Background: an optimization exercise with open tools, aiming at small area and a short achievable clock period. Do not read the settings as production practice.
At most, simulation tests tie the RTL to the original design; equivalence was not proved.
Power figures rest on the tool's default switching activity, not on a simulated workload.

==> run a: inputs <==
// enc_top
module enc_top (
    input  wire        clk,
    input  wire        rst,           
    input  wire        en,            
    input  wire [7:0]  filt_n,        
    input  wire        invert,        
    input  wire        enc_a,
    input  wire        enc_b,
    input  wire        clr_unc,       
    output reg  [47:0] count,         
    output wire [55:0] p256,          
    output wire        fwd,           
    output wire        still,         
    output wire [23:0] deff,          
    output reg  [23:0] delta,         
    output reg         uncertain,     
    output reg  [23:0] ill_count      
);
==> flow/config.mk <==
export PLATFORM = sky130hd
export DESIGN_NAME = enc_top
export DESIGN_NICKNAME = enc_top
export VERILOG_FILES = /design/flow/design.v
export SDC_FILE = /design/flow/constraint.sdc
export NUM_CORES = 4
export LEC_CHECK = 0
export CAP_MARGIN = 20
export CORE_MARGIN = 2
export CORE_UTILIZATION = 40
export SLEW_MARGIN = 20
==> flow/constraint.sdc <==
create_clock -name core_clock -period 110.0 [get_ports {clk}]
set_input_delay 22.0000 -clock core_clock [delete_from_list [all_inputs] [get_ports {clk}]]
set_output_delay 22.0000 -clock core_clock [all_outputs]
set_load 0.01 [all_outputs]
standard.sh (not shown) runs the stock make flow with config.mk's settings and CLKGATE_MAP_FILE= SYNTH_SCRIPT=/design/flow/synth_recipe.tcl, a recipe that flattens the netlist after the stock synthesis.
==> flow/flow/run.sh <==
#!/bin/bash
# The standard layout, with plain buffers on the ports instead of the
# delay cell buffer_ports picks by default, and a clock tree of smaller
# buffers without dummy loads. Each tool's output goes to its own log
# here; ORFS keeps its step logs under orfs/logs.
set -euo pipefail
export BUFFER_PORTS_ARGS="-buffer_cell sky130_fd_sc_hd__buf_1"
export CTS_ARGS="-sink_clustering_enable -repair_clock_nets -dont_use_dummy_load -buf_list sky130_fd_sc_hd__clkbuf_8 -sink_clustering_size 16 -sink_clustering_max_diameter 60"
export SETUP_SLACK_MARGIN=84.6
bash standard.sh > standard.log 2>&1
==> inputs of run b, as changes to run a <==
--- a/flow/design.v
+++ b/flow/design.v
@@ -192,30 +192,16 @@
     enc_div3 u_d3 (.r_in(p2_r), .d({1'b0, g_q}), .q(d3_q), .r(dv_r));
     wire [7:0]  dv_q   = {p2_q, d3_q};
     wire [7:0]  dsat_s;
     wire        dsat_c;
     enc_rca #(.W(8)) u_dsat (.a(y), .b(~g_q[7:0]), .ci(1'b1),
                              .s(dsat_s), .co(dsat_c));
     wire        dv_sat = ~|g_q[23:8] & dsat_c;
-    wire [24:0] ill_inc;
-    enc_inc #(.W(24)) u_ill (.a(ill_count), .ci(1'b1), .s(ill_inc[23:0]), .co(ill_inc[24]));
-    wire [47:0] c_p1;
-    wire        c_p1c;
-    enc_inc #(.W(48)) u_cp1 (.a(count),  .ci(1'b1), .s(c_p1),  .co(c_p1c));
-    wire [47:0] c_dn;
-    assign c_dn[0] = 1'b1;
-    generate
-        for (i = 1; i < 48; i = i + 1) begin : g_cdn
-            assign c_dn[i] = ~|count[i-1:0];
-        end
-    endgenerate
-    wire [47:0] c_m1 = count ^ c_dn;
     reg  [7:0]  frac_q;      
     reg         fz_q;        
-    reg         dec_q;       
     reg         ovf_q;       
     reg  [23:0] rem_q;
     reg  [7:0]  st_s;
     reg  [8:0]  st_t;
     wire [8:0]  rs_lo;
     wire        rs_c;
     enc_rca #(.W(9)) u_rsl (.a(rem_q[8:0]), .b(st_t), .ci(1'b0),
@@ -226,42 +212,15 @@
     wire [24:0] rsub;
     wire        rc;
     enc_rca #(.W(25)) u_rsb (.a(rsum), .b(~{1'b0, delta}), .ci(1'b1),
                              .s(rsub), .co(rc));
     wire [7:0]  qs;
     wire        qc;
     enc_rca #(.W(8)) u_qs (.a(frac_q), .b(st_s), .ci(rc), .s(qs), .co(qc));
-    reg rev_n, valid_n, dmax_n, fz_n;
-    always @(*) begin
-        rev_n   = rev_q;
-        valid_n = valid;
-        dmax_n  = dmax;
-        fz_n    = ovf_q ? fz_q : (qc | (|qs));
-        if (step && vedge) begin
-            dmax_n = &g_q;
-            if (dv_sat)
-                fz_n = 1'b1;
-            else if (y == 8'd1)
-                fz_n = |tk_s;
-            else
-                fz_n = |dv_q;
-        end
-        if (rst) begin
-            rev_n   = 1'b0;
-            valid_n = 1'b0;
-        end else if (load) begin
-            rev_n   = 1'b0;
-            valid_n = 1'b0;
-        end else if (step && legal) begin
-            rev_n   = !step_fwd;
-            valid_n = good;
-        end
-    end
     always @(posedge clk) begin
-        dec_q <= rev_n && valid_n && !dmax_n && fz_n;
         en_q  <= en;
         n_q   <= filt_n;
         g_q   <= g_nxt;
         tk_s  <= tk_s_n;
         tk_t  <= tk_t_n;
         p1_q  <= d1_q;
         p1_r  <= d1_r;
@@ -331,25 +290,39 @@
                     valid     <= good;
                     dir_known <= 1'b1;
                     rev_q     <= !step_fwd;
                 end
             end
         end
     end
+    wire [24:0] ill_inc;
+    enc_inc #(.W(24)) u_ill (.a(ill_count), .ci(1'b1), .s(ill_inc[23:0]), .co(ill_inc[24]));
+    wire [47:0] c_p1;
+    wire        c_p1c;
+    enc_inc #(.W(48)) u_cp1 (.a(count),  .ci(1'b1), .s(c_p1),  .co(c_p1c));
+    wire [47:0] c_dn;
+    assign c_dn[0] = 1'b1;
+    generate
+        for (i = 1; i < 48; i = i + 1) begin : g_cdn
+            assign c_dn[i] = ~|count[i-1:0];
+        end
+    endgenerate
     wire        fon  = valid && !dmax;
     wire [7:0]  frac = fon ? frac_q : 8'd0;
     wire [8:0]  fo;
     assign fo[0] = 1'b0;
     generate
         for (i = 0; i < 8; i = i + 1) begin : g_neg
             assign fo[i+1] = fo[i] | frac[i];
         end
     endgenerate
     wire [7:0]  plo = frac ^ ({8{rev_q}} & fo[7:0]);
-    wire [47:0] chi  = dec_q ? c_m1 : count;
+    wire        dec = rev_q && fon && fz_q;
+    wire [47:0] c_m1 = count ^ c_dn;
+    wire [47:0] chi  = dec ? c_m1 : count;
     assign fwd  = !rev_q;
     assign p256 = {chi, plo};
     assign still = !fon || rev_q;
     assign deff  = still ? 24'd0 : m_q;
 endmodule
 module enc_div1 (
     input  wire [7:0]  y,
CORE_UTILIZATION = 60   (was 40)
==> qor summary <==
| item | run a | run b |
|---|---|---|
| Peak supply drop | 8.91 uV | 14.3 uV |
| Fill count | 4849 | 2798 |
| Clock buffers created by TritonCTS | 30 | 31 |
| Amount of wire on met2 after detailed routing | 25300 um | 22100 um |
| Sum of routed wire length over all layers | 54000 um | 50000 um |
| Die ar. | 51500 sq um | 34600 sq um |
| Yosys reg bits | 282 | 281 |
| R2R cell count | 48 | 50 |
| Die outline width | 227 um | 186 um |
| Most common cell on crit path | or4_4 | ha_1 |
| Pre-CTS WS | 83.51 ns | 83.81 ns |
| Logic pwr share | 45.2% | 42.6% |
| Arrival time of the worst setup path | 3.32 ns | 3.20 ns |
| Count of unique library cells instantiated by Yosys | 57 | 71 |
| Mapped Area | 19900 sq um | 19900 sq um |
| Sequential Power Share | 37.9% | 39.2% |
| GR Layer Usage met2 | 34.8% | 46.1% |
| Setup slack of the worst register-to-register path | 91.80 ns | 92.41 ns |
| Clock network power consumption | 59.9 uW | 60.9 uW |
| Starting DRC count in detailed routing | 1023 | 1083 |
| Fraction of area in multi-input gates | 58.3% | 59.0% |
| Result of the run | no timing/DRC/antenna violations | no timing/DRC/antenna violations |
| Number of tap instances | 664 | 442 |
Only the layout flow was run in run a; the RTL was not checked for function there.

[afterwards: timing with drivers on the ports]
The results above use ideal ports. As a check the final layouts listed here were re-extracted and re-timed, cells and wires unchanged. Step 1: set_driving_cell puts a clkbuf_16 on clk and a buf_2 on each other input, an assumption about the parent block. Step 2 adds t to the input delays and takes it off the output delays; t is the mean of the earliest and latest rising clock arrival at the registers after step 1. Input paths then give back, and output paths get back, about the clock's delay inside the block. Slacks: ideal ports / drivers / drivers and shift; pairs: ideal ports / drivers.
run	t (ns)	slack for setup (ns)	latest minus earliest clock arrival (ns)	worst slew at a driven data input, ns	cell pins on the clock port's net
run a	0.667	84.684 / 84.631 / 84.471	0.045 / 0.044	0.06	1
run b	0.641	84.801 / 84.751 / 84.339	0.072 / 0.072	0.04	1
After both steps setup and hold are still met in every run listed. For run b, which loses most, drivers alone change the setup slack by -0.050 ns; drivers and shift together by -0.462 ns.
